This design comes from an exercise in tuning for small area, a short achievable clock period and few clock cycles per item on the open sky130 flow, not from production work.
Function was checked by simulation only, so behaviour that the tests miss may differ from the original.
Power is estimated from default activity; no workload was simulated.

## wave_codec
module wave_codec (
    input  wire        clk,
    input  wire        rst,         
    input  wire        start,       
    input  wire [7:0]  cfg_q,       
    input  wire        cfg_pred2,   
    input  wire        in_valid,
    output wire        in_ready,
    input  wire [31:0] in_sample,   
    output wire        out_valid,
    input  wire        out_ready,
    output wire [7:0]  out_byte
);
Settings: LEC_CHECK=0, CAP_MARGIN=20, CORE_MARGIN=2, CORE_UTILIZATION=40, PLACE_DENSITY=0.5, SETUP_SLACK_MARGIN=5, SLEW_MARGIN=20, TNS_END_PERCENT=100; clock period 12.0 ns.
run.sh (not shown) runs the stock make flow with config.mk's settings and CLKGATE_MAP_FILE= SYNTH_SCRIPT=/design/flow/synth_recipe.tcl, a recipe that flattens the netlist after the stock synthesis.
Testbench counts at the start, summed over its fixed seeds: cycles 25,884, items 9,600.
Change:
==> flow/flow/run.sh (new file) <==
#!/bin/bash
set -euo pipefail
bash standard.sh finish SETUP_SLACK_MARGIN=6 TNS_END_PERCENT=100 > layout_make.log 2>&1
==> flow/standard.sh (new file) <==
#!/bin/bash
# synth_recipe.tcl (not shown) runs the flow's synth.tcl, then flattens the netlist and writes it again
# the make line also repeats each setting of config.mk as NAME=value (left out here)
make -C /OpenROAD-flow-scripts/flow DESIGN_CONFIG=/design/flow/config.mk WORK_HOME=/design/flow/orfs CLKGATE_MAP_FILE= SYNTH_SCRIPT=/design/flow/synth_recipe.tcl "${@:-finish}"
CORE_UTILIZATION = 60   (was 40)
PLACE_DENSITY = 0.7   (was 0.5)
SETUP_SLACK_MARGIN = default   (was 5)
TNS_END_PERCENT = default   (was 100)
removed: flow/run.sh
=>
- non-clock buffer count goes up by 66
- setup slack is better by 750 ps
- design area rose by 5.4%
- wire length came out lower by 2.1%
- total power rises by 13%
- core utilization grows by 26 points
- maximum frequency rises by 13%
- sequential share of layout area drops by 1.2 points
Change:
==> flow/flow/run.sh (replaced) <==
#!/bin/bash
set -euo pipefail
bash standard.sh finish SETUP_SLACK_MARGIN=6.5 TNS_END_PERCENT=100 > layout_make.log 2>&1
CORE_UTILIZATION = 55   (was 60)
PLACE_DENSITY = 0.65   (was 0.7)
What happened:
- The changed run ran to the end with no violations
- total power rises by 17%
- setup slack improved by 87 ps
- sequential share of layout area fell by 1.4 points
- synthesized cell count stays the same
- final cell count goes up by 5.2%
Change:
==> flow/run.sh (new file) <==
#!/bin/bash
# synth_recipe.tcl (not shown) runs the flow's synth.tcl, then flattens the netlist and writes it again
# the make line also repeats each setting of config.mk as NAME=value (left out here)
make -C /OpenROAD-flow-scripts/flow DESIGN_CONFIG=/design/flow/config.mk WORK_HOME=/design/flow/orfs CLKGATE_MAP_FILE= SYNTH_SCRIPT=/design/flow/synth_recipe.tcl finish
CORE_UTILIZATION = 60   (was 55)
PLACE_DENSITY = 0.7   (was 0.65)
SETUP_SLACK_MARGIN = 5   (was default)
TNS_END_PERCENT = 100   (was default)
removed: flow/flow/run.sh
removed: flow/standard.sh
=> Synthesized area stays the same; global-route usage falls by 0.64 points; clock-buffer cell count came out higher by 3; clock power shrinks by a few percent; sequential power stays flat.

---

The RTL this note starts from:
==> flow/design.v <==
module wave_codec (
    input  wire        clk,
    input  wire        rst,         
    input  wire        start,       
    input  wire [7:0]  cfg_q,       
    input  wire        cfg_pred2,   
    input  wire        in_valid,
    output wire        in_ready,
    input  wire [31:0] in_sample,   
    output wire        out_valid,
    input  wire        out_ready,
    output wire [7:0]  out_byte
);
    localparam [2:0] S_A   = 3'd0,    
                     S_B   = 3'd1,    
                     S_DIV = 3'd2,    
                     S_W   = 3'd3,    
                     S_I   = 3'd4;    
    reg [2:0]  state;
    reg        rdy;         
    reg [12:0] s8;          
    reg [14:0] s8x3;        
    reg        ll;          
    reg        pred2;
    reg [32:0] r1;          
    reg [34:0] xa;          
    reg        neg;
    reg [34:0] dq;          
    reg [12:0] rem;         
    reg [2:0]  lo3;         
    reg [3:0]  cnt;
    reg [34:0] zz;
    reg        ov;
    wire [15:0] remf = {rem, lo3};
    wire [15:0] h16  = {1'b0, s8, 2'b00};
    wire [15:0] u    = neg ? h16 : remf;
    wire [15:0] v    = neg ? remf : h16;
    wire [17:0] rlo  = {2'b0, xr[15:0]} + {2'b0, v} - {2'b0, u};
    wire [31:0] xr   = pred2 ? ~xa[32:1] : ~xa[31:0];    
    wire [16:0] xhi  = {xr[31], xr[31:16]};
    wire [16:0] xhp  = xhi + 17'd1;
    wire [16:0] xhm  = xhi - 17'd1;
    wire [16:0] rhi  = rlo[17] ? xhm : rlo[16] ? xhp : xhi;
    wire [32:0] rp   = {rhi, rlo[15:0]};
    wire [34:0] xs   = {{3{in_sample[31]}}, in_sample};
    wire [34:0] ra   = {{2{r1[32]}}, r1};
    wire [34:0] ua   = pred2 ? {18'd0, u, 1'b0} : {19'd0, u};
    wire [34:0] va   = pred2 ? ~{18'd0, v, 1'b0} : ~{19'd0, v};
    wire [34:0] hh   = {19'd0, h16};
    wire [34:0] cs1  = xa ^ ra ^ hh;
    wire [34:0] cc1  = {(xa[33:0] & ra[33:0]) | (xa[33:0] & hh[33:0]) | (ra[33:0] & hh[33:0]), 1'b1};
    wire [34:0] cs2  = cs1 ^ cc1 ^ ua;
    wire [34:0] cc2  = {(cs1[33:0] & cc1[33:0]) | (cs1[33:0] & ua[33:0]) | (cc1[33:0] & ua[33:0]), ll};
    wire [34:0] cs3  = cs2 ^ cc2 ^ va;
    wire [34:0] cc3  = {(cs2[33:0] & cc2[33:0]) | (cs2[33:0] & va[33:0]) | (cc2[33:0] & va[33:0]), 1'b0};
    wire [34:0] ap   = cs3 ^ cc3 ^ xs;
    wire [34:0] bp   = {(cs3[33:0] & cc3[33:0]) | (cs3[33:0] & xs[33:0]) | (cc3[33:0] & xs[33:0]), 1'b0};
    reg  [34:0] gg, pp;
    integer i, j;
    always @* begin
        gg = ap & bp;
        pp = ap ^ bp;
        for (i = 1; i <= 6; i = i + 1)
            for (j = (1 << i) - 1; j < 35; j = j + (1 << i)) begin
                gg[j] = gg[j] | (pp[j] & gg[j - (1 << (i - 1))]);
                pp[j] = pp[j] & pp[j - (1 << (i - 1))];
            end
        for (i = 6; i > 0; i = i - 1)
            for (j = (1 << i) + (1 << (i - 1)) - 1; j < 35; j = j + (1 << i)) begin
                gg[j] = gg[j] | (pp[j] & gg[j - (1 << (i - 1))]);
                pp[j] = pp[j] & pp[j - (1 << (i - 1))];
            end
    end
    wire [34:0] hp   = ap ^ bp;
    wire [34:0] w0   = hp ^ {gg[33:0], 1'b0};
    wire [34:0] w1   = hp ^ {gg[33:0] | pp[33:0], 1'b1};
    wire        neg_a = w0[34];
    wire [33:0] num_a = neg_a ? ~w0[33:0] : (ll ? w0[33:0] : w1[33:0]);
    wire [30:0] nq  = dq[33:3];
    wire c2  = ~|nq[30:15] & (nq[14:2]  < s8);
    wire c4  = ~|nq[30:17] & (nq[16:4]  < s8);
    wire c6  = ~|nq[30:19] & (nq[18:6]  < s8);
    wire c8  = ~|nq[30:21] & (nq[20:8]  < s8);
    wire c12 = ~|nq[30:25] & (nq[24:12] < s8);
    wire o2  = c2;
    wire o4  = c4  & ~c2;
    wire o6  = c6  & ~c4;
    wire o8  = c8  & ~c6;
    wire o12 = c12 & ~c8;
    wire o24 = ~c12;
    wire [14:0] tt_b =
          ({15{o2 }} & nq[14:0])
        | ({15{o4 }} & nq[16:2])
        | ({15{o6 }} & nq[18:4])
        | ({15{o8 }} & nq[20:6])
        | ({15{o12}} & nq[24:10])
        | ({15{o24}} & {6'd0, nq[30:22]});
    wire [32:0] dq_b =
          ({33{o4 }} & {nq[1:0],  31'd0})
        | ({33{o6 }} & {nq[3:0],  29'd0})
        | ({33{o8 }} & {nq[5:0],  27'd0})
        | ({33{o12}} & {nq[9:0],  23'd0})
        | ({33{o24}} & {nq[21:0], 11'd0});
    wire [3:0] cnt_b =
          ({4{o4 }} & 4'd1) | ({4{o6 }} & 4'd2) | ({4{o8 }} & 4'd3)
        | ({4{o12}} & 4'd5) | ({4{o24}} & 4'd11);
    wire        in_b = (state == S_B);
    wire [14:0] tt  = in_b ? tt_b : {rem, dq[34:33]};
    wire [32:0] dqs = in_b ? dq_b : dq[32:0];
    wire [15:0] d1  = {1'b0, tt} - {3'b0, s8};
    wire [15:0] d2  = {1'b0, tt} - {2'b0, s8, 1'b0};
    wire [15:0] d3  = {1'b0, tt} - {1'b0, s8x3};
    wire        g1  = ~d1[15];
    wire        g2  = ~d2[15];
    wire        g3  = ~d3[15];
    wire [12:0] rem_s = g3 ? d3[12:0] : g2 ? d2[12:0] : g1 ? d1[12:0] : tt[12:0];
    wire [34:0] dq_s  = {dqs, g2, g3 | (g1 & ~g2)};
    wire done_s = in_b ? (ll | o2) : (state == S_DIV) & (cnt == 4'd1);
    wire [34:0] zsrc = (in_b & ll) | (state == S_W) ? dq : dq_s;
    wire more   = |zz[34:7];
    wire can_ld = ~ov | (out_ready & ~more);
    wire ld_z   = can_ld & (done_s | (state == S_W));
    assign in_ready  = rdy;
    assign out_valid = ov;
    assign out_byte  = {more, zz[6:0]};
    wire [12:0] s8_in = {s8[5:0], 7'd0} - {5'd0, s8[5:0], 2'd0} + {7'd0, s8[5:0]};
    always @(posedge clk) begin
        if (rst) begin
            state <= S_A;
            rdy   <= 1'b1;
            ov    <= 1'b0;
        end else begin
            if (ld_z) begin
                zz <= {zsrc[33:0], neg};
                ov <= 1'b1;
            end else if (ov & out_ready) begin
                zz <= {7'd0, zz[34:7]};
                if (~more) ov <= 1'b0;
            end
            case (state)
                S_A, S_I: begin
                    if (start) begin
                        s8    <= {7'd0, cfg_q[5:0]};
                        ll    <= (cfg_q[5:0] == 6'd0);
                        pred2 <= cfg_pred2;
                        r1    <= 33'd0;
                        xa    <= {35{1'b1}};
                        neg   <= 1'b0;
                        rdy   <= 1'b0;
                        state <= S_I;
                    end else if (state == S_I) begin
                        s8    <= s8_in;
                        s8x3  <= {1'b0, s8[5:0], 8'd0} + {2'b0, s8[5:0], 7'd0} - {6'd0, s8[5:0], 3'd0} - {9'd0, s8[5:0]};
                        rem   <= {1'b0, s8_in[12:1]};
                        lo3   <= {s8_in[0], 2'b00};
                        rdy   <= 1'b1;
                        state <= S_A;
                    end else if (in_valid) begin
                        r1    <= pred2 ? rp : 33'd0;
                        xa    <= pred2 ? ~(xs << 1) : ~xs;
                        rdy   <= 1'b0;
                        neg   <= neg_a;
                        dq    <= {1'b0, num_a};
                        rem   <= 13'd0;
                        lo3   <= ll ? 3'd0 : num_a[2:0];
                        state <= S_B;
                    end
                end
                S_B: begin
                    if (~ll) begin
                        rem <= rem_s;
                        dq  <= dq_s;
                        cnt <= cnt_b;
                    end
                    if (done_s) begin
                        state <= ld_z ? S_A : S_W;
                        rdy   <= ld_z;
                    end else
                        state <= S_DIV;
                end
                S_DIV: begin
                    rem <= rem_s;
                    dq  <= dq_s;
                    cnt <= cnt - 4'd1;
                    if (done_s) begin
                        state <= ld_z ? S_A : S_W;
                        rdy   <= ld_z;
                    end
                end
                S_W: begin
                    if (ld_z) begin
                        state <= S_A;
                        rdy   <= 1'b1;
                    end
                end
                default: state <= S_A;
            endcase
        end
    end
endmodule
Settings: LEC_CHECK=0, CAP_MARGIN=20, CORE_MARGIN=2, CORE_UTILIZATION=55, PLACE_DENSITY=0.65, SETUP_SLACK_MARGIN=5, SLEW_MARGIN=20, TNS_END_PERCENT=100; clock period 12.0 ns.
Stock flow here: none of the scripts above is used.
The baseline ran to the end with no violations.
Testbench counts at the start, summed over its fixed seeds: cycles 25,884, items 9,600.
Then changed:
SETUP_SLACK_MARGIN = 4   (was 5)
The new run finished with timing, DRC and antenna clean.
Final area is lower by 0.48%.
Count of clock-buffer cells in the layout does not change.
Worst hold slack barely changes.
Synthesized cell count does not change.
Total power stays flat.
Sequential power stays flat.
Wire length barely changes.
Worst setup slack loses 0.69 ns.
Clock skew stays flat.
Then changed:
==> flow/flow/run.sh (new file) <==
#!/bin/bash
set -euo pipefail
bash standard.sh finish SETUP_SLACK_MARGIN=5.5 TNS_END_PERCENT=100 > layout_make.log 2>&1
==> flow/standard.sh (new file) <==
#!/bin/bash
# synth_recipe.tcl (not shown) runs the flow's synth.tcl, then flattens the netlist and writes it again
# the make line also repeats each setting of config.mk as NAME=value (left out here)
make -C /OpenROAD-flow-scripts/flow DESIGN_CONFIG=/design/flow/config.mk WORK_HOME=/design/flow/orfs CLKGATE_MAP_FILE= SYNTH_SCRIPT=/design/flow/synth_recipe.tcl "${@:-finish}"
SETUP_SLACK_MARGIN = unset   (was 4)
TNS_END_PERCENT = unset   (was 100)
removed: flow/run.sh
The new run completed without violations. Global-route usage came out higher by 0.33 points. Die area stays the same. Final cell count came out higher by 0.79%. Combinational power came out higher by about 3%. First-iteration DRC count came out lower by about 5%. Wire length came out higher by about 1%. Non-clock buffer count came out higher by 23. Area after synthesis does not change.
Then changed:
==> flow/flow/run.sh (replaced) <==
#!/bin/bash
set -euo pipefail
bash standard.sh finish SETUP_SLACK_MARGIN=6 TNS_END_PERCENT=100 > layout_make.log 2>&1
After rerunning:
- The new run finished clean
- die area is unchanged
- synthesized area is unchanged
- sequential cell count does not change
- power increases by 14%

-- what the ideal ports hide --
The results above use ideal ports. As a check the final layouts listed here were re-extracted and re-timed, cells and wires unchanged.
Step 1 sets driving cells, clkbuf_16 on the clock port and buf_2 on the other inputs (assumed; they add their load-dependent delay and slew).
Step 2 also shifts input and output timing later by t, the mid clock arrival at the registers, as if the neighbouring blocks saw the same clock.
a / b / c = no drivers / after step 1 / after step 2; a / b = the first two.
run | t (ns) | setup WS [ns] | clock arrival spread, ns
the first run of note 1 | 0.554 | 5.295 / 5.295 / 4.934 | 0.012 / 0.012
the second run of note 1 | 0.522 | 6.049 / 6.065 / 5.543 | 0.014 / 0.014
the third run of note 1 | 0.536 | 6.136 / 6.136 / 5.672 | 0.023 / 0.023
the fourth run of note 1 | 0.522 | 5.295 / 5.295 / 4.808 | 0.023 / 0.023
the first run of note 2 | 0.532 | 5.269 / 5.269 / 4.936 | 0.018 / 0.018
the second run of note 2 | 0.531 | 4.579 / 4.579 / 4.579 | 0.020 / 0.020
the third run of note 2 | 0.536 | 5.659 / 5.659 / 5.166 | 0.015 / 0.015
the fourth run of note 2 | 0.524 | 5.934 / 5.967 / 5.443 | 0.018 / 0.018
After both steps every run listed still meets setup and hold. The setup slack of the second run of note 1, which loses most, moves by +0.016 ns with the drivers and by -0.506 ns with both steps.
